What follows belongs to an exercise in optimizing a design on an open flow for small area and a short achievable clock period; a production flow would make more cautious choices.
Function was checked by simulation only, so behaviour that the tests miss may differ from the original.

// crc_unit
module crc_unit (
    input  wire        clk,
    input  wire        rst,           
    input  wire [2:0]  op,            
    input  wire [1:0]  size,          
    input  wire [63:0] wdata,
    input  wire [1:0]  cfg_width,     
    input  wire [31:0] cfg_poly,
    input  wire [31:0] cfg_init,
    input  wire [1:0]  cfg_reflect,   
    input  wire [31:0] cfg_xorout,
    output wire [31:0] running,
    output wire [31:0] result,
    output wire [1:0]  cmp_status,    
    output wire [63:0] bytes_fed
);
export LEC_CHECK = 0
export CAP_MARGIN = 20
export CORE_MARGIN = 2
export CORE_UTILIZATION = 40
export SLEW_MARGIN = 20
export SYNTH_HIERARCHICAL = 1
create_clock -name core_clock -period 80.0 [get_ports {clk}]
standard.sh (not shown) runs the stock make flow with config.mk's settings and CLKGATE_MAP_FILE= SYNTH_SCRIPT=/design/flow/synth_recipe.tcl, a recipe that flattens the netlist after the stock synthesis.
==> flow/flow/run.sh <==
#!/bin/bash
set -euo pipefail
MARGIN=$(cat "$(dirname "$0")/margin.txt")
bash standard.sh SETUP_SLACK_MARGIN="$MARGIN" SETUP_MOVE_SEQUENCE=sizeup,swap SKIP_GATE_CLONING=1 \
    BUFFER_PORTS_ARGS="-buffer_cell sky130_fd_sc_hd__buf_1" \
    finish > make_finish.log 2>&1
==> flow/flow/margin.txt <==
40
Edit:
--- a/flow/design.v
+++ b/flow/design.v
@@ -71,19 +71,19 @@
     reg [31:0] crc_q;                 
     reg [1:0]  status_q;
     reg [63:0] count_q;
     wire        do_reset = rst | (op == OP_RESET);
     wire        do_cmp   = ~rst & (op == OP_COMPARE);
     wire        do_write = ~rst & (op == OP_WRITE);
     wire        do_feed  = ~rst & (op == OP_FEED);
     wire [1:0]  c_width  = rst ? 2'd2 : cfg_width;
     wire [31:0] c_poly   = rst ? 32'h1EDC_6F41 : cfg_poly;
-    wire [31:0] c_init   = cfg_init | {32{rst}};
+    wire [31:0] c_init   = cfg_init;      
     wire [31:0] c_xorout = cfg_xorout | {32{rst}};
     wire [1:0]  c_refl   = cfg_reflect | {2{rst}};
     wire        cw8  = c_width == 2'd0;
     wire        cw16 = c_width == 2'd1;
     wire [7:0] byte_en = {{4{size == 2'd3}}, {2{size[1]}}, size != 2'd0, 1'b1};
     wire [7:0] sel_r   = byte_en & {8{refin_q}};
     wire [7:0] sel_n   = byte_en & {8{~refin_q}};
     wire [63:0] dn;
     crc_data u_data (.wdata(wdata), .sel_r(sel_r), .sel_n(sel_n), .dn(dn));
@@ -120,19 +120,19 @@
     wire [31:0] tap2 = {fb_c[16], st[16]};
     wire [31:0] tap4 = {fb_c[32], st[32]};
     wire [31:0] tap8 = {fb_c[64], st[64]};
     wire [31:0] run_w, result_w;
     wire        cmp_eq;
     crc_out u_out (.crc(crc_q), .w8(w8_q), .w16(w16_q), .refout(refout_q), .xorout(xorout_q),
                    .exp_val(wdata[31:0]), .running(run_w), .result(result_w), .eq(cmp_eq));
     wire [31:0] crc_d, poly_d;
     crc_next u_next (.crc(crc_q), .tap1(tap1), .tap2(tap2), .tap4(tap4), .tap8(tap8),
-                     .size(size), .do_reset(do_reset), .do_write(do_write), .do_feed(do_feed),
+                     .size(size), .rst(rst), .do_reset(do_reset), .do_write(do_write), .do_feed(do_feed),
                      .init(c_init), .wval(wdata[31:0]), .cw8(cw8), .cw16(cw16),
                      .w8(w8_q), .w16(w16_q), .crc_d(crc_d));
     crc_align u_palign (.v(c_poly), .a8(cw8), .a16(cw16), .y(poly_d));
     wire [3:0] inc = {do_feed & (size == 2'd3), do_feed & (size == 2'd2),
                       do_feed & (size == 2'd1), do_feed & (size == 2'd0)};
     wire [64:0] carry;
     wire        keep_count = ~do_reset;
     wire [63:0] count_d;
     assign carry[0] = 1'b0;
@@ -240,32 +240,32 @@
     input  wire        w8, w16,
     output wire        eq
 );
     wire [31:0] mask = {{16{~w8 & ~w16}}, {8{~w8}}, 8'hFF};
     assign eq = ~|((result ^ exp_val) & mask);
 endmodule
 module crc_next (
     input  wire [31:0] crc, tap1, tap2, tap4, tap8,
     input  wire [1:0]  size,
-    input  wire        do_reset, do_write, do_feed,
+    input  wire        rst, do_reset, do_write, do_feed,
     input  wire [31:0] init, wval,
     input  wire        cw8, cw16, w8, w16,
     output wire [31:0] crc_d
 );
     wire [31:0] ld;
     wire        h, f1, f2, f4, f8, l8, l16, l32;
     crc_next_sel u_sel (.size(size), .do_reset(do_reset), .do_write(do_write), .do_feed(do_feed),
                         .init(init), .wval(wval), .cw8(cw8), .cw16(cw16), .w8(w8), .w16(w16),
                         .ld(ld), .h(h), .f1(f1), .f2(f2), .f4(f4), .f8(f8),
                         .l8(l8), .l16(l16), .l32(l32));
     crc_next_mux u_mux (.crc(crc), .tap1(tap1), .tap2(tap2), .tap4(tap4), .tap8(tap8), .ld(ld),
                         .h(h), .f1(f1), .f2(f2), .f4(f4), .f8(f8), .l8(l8), .l16(l16), .l32(l32),
-                        .crc_d(crc_d));
+                        .ones(rst), .crc_d(crc_d));
 endmodule
 module crc_next_sel (
     input  wire [1:0]  size,
     input  wire        do_reset, do_write, do_feed,
     input  wire [31:0] init, wval,
     input  wire        cw8, cw16, w8, w16,
     output wire [31:0] ld,
     output wire        h, f1, f2, f4, f8, l8, l16, l32
 );
@@ -279,17 +279,18 @@
     assign h   = ~load & ~do_feed;
     assign f1  = ~load & do_feed & (size == 2'd0);
     assign f2  = ~load & do_feed & (size == 2'd1);
     assign f4  = ~load & do_feed & (size == 2'd2);
     assign f8  = ~load & do_feed & (size == 2'd3);
 endmodule
 module crc_next_mux (
     input  wire [31:0] crc, tap1, tap2, tap4, tap8, ld,
     input  wire        h, f1, f2, f4, f8, l8, l16, l32,
+    input  wire        ones,
     output wire [31:0] crc_d
 );
-    assign crc_d = ({32{h}} & crc) | ({32{f1}} & tap1) | ({32{f2}} & tap2)
+    assign crc_d = {32{ones}} | ({32{h}} & crc) | ({32{f1}} & tap1) | ({32{f2}} & tap2)
                  | ({32{f4}} & tap4) | ({32{f8}} & tap8)
                  | {({8{l32}} & ld[31:24]) | ({8{l16}} & ld[15:8]) | ({8{l8}} & ld[7:0]),
                     ({8{l32}} & ld[23:16]) | ({8{l16}} & ld[7:0]),
                     {16{l32}} & ld[15:0]};
 endmodule
Effect: The new run ran to the end with no violations. Non-clock buffer count increases by 11. Hold slack improved by 14 ps. Final area decreases by 0.90%. Routed wire length barely changes. Core utilization decreases by 0.34 points. Count of clock-buffer cells in the layout increases by 2. Sequential share of layout area hardly moves. Clock skew decreases by 6.4 ps. Worst setup slack got worse by 790 ps. Global-route usage increases by 0.29 points.

[afterwards: timing with drivers on the ports]
In the flow no input, the clock included, has a driving cell. The finished layouts below were timed again as built, in two steps. Step 1 sets driving cells, clkbuf_16 on the clock port and buf_2 on the other inputs (assumed; they add their load-dependent delay and slew). Step 2 times the ports against the registers' clock, not the clock port: input delays grow and output delays shrink by t, the midpoint of the rising clock arrivals with the driver on. Three values: no drivers, after step 1, after step 2; two values: the first two.
run	shift t [ns]	setup WS [ns]	worst hold slack (ns)	worst data-port slew with drivers (ns)	pins driven straight from the clock port
the first run	0.517	40.265 / 40.292 / 39.775	0.509 / 0.509 / 0.509	0.13	1
the second run	0.520	39.473 / 39.483 / 38.963	0.523 / 0.523 / 0.523	0.10	1
After both steps setup and hold are still met in every run listed. For the second run, which loses most, drivers alone change the setup slack by +0.010 ns; drivers and shift together by -0.510 ns.
